What follows belongs to an exercise in optimizing a design on an open flow for small area, a short achievable clock period and few clock cycles per item; a production flow would make more cautious choices. The RTL was checked by simulation tests, not by an equivalence proof against the original design.

Setup of job 101:
==> flow/design.v (excerpt) <==
module pu24_alu (
    input  wire        clk,
    input  wire        rst,
    input  wire        in_valid,
    output wire        in_ready,
    input  wire [1:0]  in_op,
    input  wire [31:0] in_a,
    input  wire [31:0] in_b,
    output reg         out_valid,
    output reg  [31:0] out_word,
    output reg  [3:0]  out_res,
    output reg         out_div0
);
    localparam OP_MUL  = 2'd0;
    localparam OP_MACS = 2'd1;
    localparam OP_MACA = 2'd2;
    localparam OP_DIV  = 2'd3;
    localparam [31:0] MAXW = 32'h7FFF_FFFF;
    localparam [31:0] MINW = 32'h8000_0001;
    function [5:0] lzc32;
        input [31:0] v;
        reg [15:0] v1; reg [15:0] c1;
        reg [7:0]  v2; reg [15:0] c2;
        reg [3:0]  v3; reg [11:0] c3;
        reg [1:0]  v4; reg [7:0]  c4;
        integer i;
        begin
            for (i = 0; i < 16; i = i + 1) begin
                v1[i] = v[2*i+1] | v[2*i];
                c1[i] = ~v[2*i+1];
            end
            for (i = 0; i < 8; i = i + 1) begin
                v2[i] = v1[2*i+1] | v1[2*i];
                c2[2*i+:2] = v1[2*i+1] ? {1'b0, c1[2*i+1]} : {1'b1, c1[2*i]};
            end
            for (i = 0; i < 4; i = i + 1) begin
                v3[i] = v2[2*i+1] | v2[2*i];
                c3[3*i+:3] = v2[2*i+1] ? {1'b0, c2[4*i+2+:2]} : {1'b1, c2[4*i+:2]};
            end
            for (i = 0; i < 2; i = i + 1) begin
                v4[i] = v3[2*i+1] | v3[2*i];
                c4[4*i+:4] = v3[2*i+1] ? {1'b0, c3[6*i+3+:3]} : {1'b1, c3[6*i+:3]};
            end
            lzc32 = (v4[1] | v4[0]) ? (v4[1] ? {2'b00, c4[7:4]} : {2'b01, c4[3:0]}) : 6'd32;
        end
    endfunction
    reg        rdy;
    reg        v0;
    reg [1:0]  op0;
    reg [31:0] a0;
    reg [31:0] b0;
    reg [15:0] b_one;     
    reg [15:0] b_two;
    reg [15:0] b_neg;
    assign in_ready = rdy;
    wire accept = in_valid & rdy;
  ...
Size in the first run: ~5800 cells after synthesis, about 500 flip-flops, ~110 I/O pins.
==> flow/config.mk <==
export PLATFORM = sky130hd
export DESIGN_NAME = pu24_alu
export DESIGN_NICKNAME = pu24_alu
export VERILOG_FILES = /design/flow/design.v
export SDC_FILE = /design/flow/constraint.sdc
export NUM_CORES = 4
export LEC_CHECK = 0
export ABC_CLOCK_PERIOD_IN_PS = 5000
export CAP_MARGIN = 20
export CORE_MARGIN = 2
export CORE_UTILIZATION = 45
export SLEW_MARGIN = 20
==> flow/constraint.sdc <==
create_clock -name core_clock -period 20.0 [get_ports {clk}]
set_input_delay 4.0000 -clock core_clock [delete_from_list [all_inputs] [get_ports {clk}]]
set_output_delay 4.0000 -clock core_clock [all_outputs]
set_load 0.01 [all_outputs]
standard.sh (not shown) runs the stock make flow with config.mk's settings and CLKGATE_MAP_FILE= SYNTH_SCRIPT=/design/flow/synth_recipe.tcl, a recipe that flattens the netlist after the stock synthesis.
==> flow/flow/run.sh <==
#!/bin/bash
# Layout flow: the standard ORFS flow (standard.sh, with the standard
# synthesis unchanged), with repair_timing asked to leave extra setup slack
# (SETUP_SLACK_MARGIN from flow/margin.txt) so that the layout is timed for
# a shorter period than the design's clock. The SDC is not changed.
set -euo pipefail
MARGIN=$(cat flow/margin.txt)
sed "s|\"\${@:-finish}\"|SETUP_SLACK_MARGIN=$MARGIN \"\${@:-finish}\"|" standard.sh > standard_margin.sh
bash standard_margin.sh > standard.log 2>&1
==> flow/flow/margin.txt <==
14.5
Job 101: no failed stages, no open violations at the end
Testbench counts of job 101, summed over its fixed seeds: cycles 8,833, items 4,800.
Inputs modified between job 101 and job 102:
--- a/flow/design.v
+++ b/flow/design.v
@@ -85,19 +85,19 @@
     wire        x_st = |(zt ^ zk);
     reg        f_v;
     reg [71:23] f_x;
     reg        f_st;
     reg        f_div0;
     reg        d_run;
     reg [3:0]  d_cnt;
     reg        d_neg;
-    reg [31:0] d_r;       
-    reg [31:0] d_q;       
-    reg [31:0] d_b;       
+    wire [31:0] d_r = s1[31:0];       
+    wire [31:0] d_q = s1[63:32];      
+    wire [31:0] d_b = c1[31:0];       
     reg        d_early;   
     reg        d_bz;
     reg        d_sg;      
     reg        d_zr;      
     wire        d_start = v0 & (op0 == OP_DIV);
     wire [31:0] a_mag = a0[31] ? (~a0 + 32'd1) : a0;
     wire [31:0] b_mag = b0[31] ? (~b0 + 32'd1) : b0;
     wire        s_bz  = (b0 == 32'd0);
@@ -170,36 +170,39 @@
         op0 <= in_op;
         a0  <= in_a;
         b0  <= in_b;
         b_one <= in_one;
         b_two <= in_two;
         b_neg <= in_neg;
         op1 <= op0;
         maca1 <= (op0 == OP_MACA);
-        s1  <= ms;
-        c1  <= mc;
+        s1[71:64] <= ms[71:64];
+        c1[71:32] <= mc[71:32];
+        if (d_start) begin
+            s1[63:0]  <= {s_w[31:0], s_w[63:32]};
+            c1[31:0]  <= b_mag;
+        end else if (v0) begin
+            s1[63:0]  <= ms[63:0];
+            c1[31:0]  <= mc[31:0];
+        end else begin
+            s1[63:0]  <= {qn, st2[31:0]};
+        end
         if (v1 && op1 != OP_MUL)
             acc <= x;
         if (d_start) begin
             d_neg <= a0[31] ^ b0[31];
-            d_b   <= b_mag;
             d_bz  <= s_bz;
             d_sg  <= s_bz ? a0[31] : (s_ovf & (a0[31] ^ b0[31]));
             d_zr  <= s_bz ? s_az : s_q0;
         end
-        if (d_start) begin
+        if (d_start)
             d_cnt <= s_j;
-            d_r   <= s_w[63:32];
-            d_q   <= s_w[31:0];
-        end else begin
+        else
             d_cnt <= d_cnt + 4'd1;
-            d_r   <= st2[31:0];
-            d_q   <= qn;
-        end
         if (d_early) begin
             f_x    <= {d_sg, {16{~d_sg & ~d_zr}}, 32'd0};
             f_st   <= 1'b0;
             f_div0 <= d_bz;
         end else if (d_run) begin
             f_x    <= {{17{d_neg}}, qn[31:1] ^ {31{d_neg}}, qn[0] ^ d_neg};
             f_st   <= d_neg;
             f_div0 <= 1'b0;
--- outcome ---
Compared with job 101, job 102 shows die height that has gone down by a few percent.
met1 track demand over resource in global routing on job 102 is up relative to job 101.
Taking job 101 over job 102, the number of non-clock inverters in the layout ratio works out to 1.09.
Comparing job 101 and job 102, global routing usage on met2 is lower on job 101.
Number of standard-cell rows in the floorplan, job 101 and job 102: higher on job 101
Of job 101 and job 102, job 102 shows the lower area of the core region, with job 101 above it.
Testbench counts of job 102, summed over its fixed seeds: cycles 8,833, items 4,800.

-- re-timing with driven ports --
The results above use ideal ports. As a check the final layouts listed here were re-extracted and re-timed, cells and wires unchanged. Step 1 (the two cells are an assumption about what drives the block):
set clk [get_ports {clk}]
set_driving_cell -lib_cell sky130_fd_sc_hd__clkbuf_16 $clk
set_driving_cell -lib_cell sky130_fd_sc_hd__buf_2 [delete_from_list [all_inputs] $clk]
Step 2 adds t to the input delays and takes it off the output delays; t is the mean of the earliest and latest rising clock arrival at the registers after step 1. Input paths then give back, and output paths get back, about the clock's delay inside the block. Three values: no drivers, after step 1, after step 2; two values: the first two.
| run | t, ns | slack for setup (ns) | worst setup path after step 2 |
|---|---|---|---|
| job 101 | 0.764 | 14.548 / 14.468 / 14.336 | input to register |
| job 102 | 0.745 | 14.635 / 14.577 / 14.515 | input to register |
After both steps every run listed still meets setup and hold. The setup slack of job 101, which loses most, moves by -0.080 ns with the drivers and by -0.212 ns with both steps.
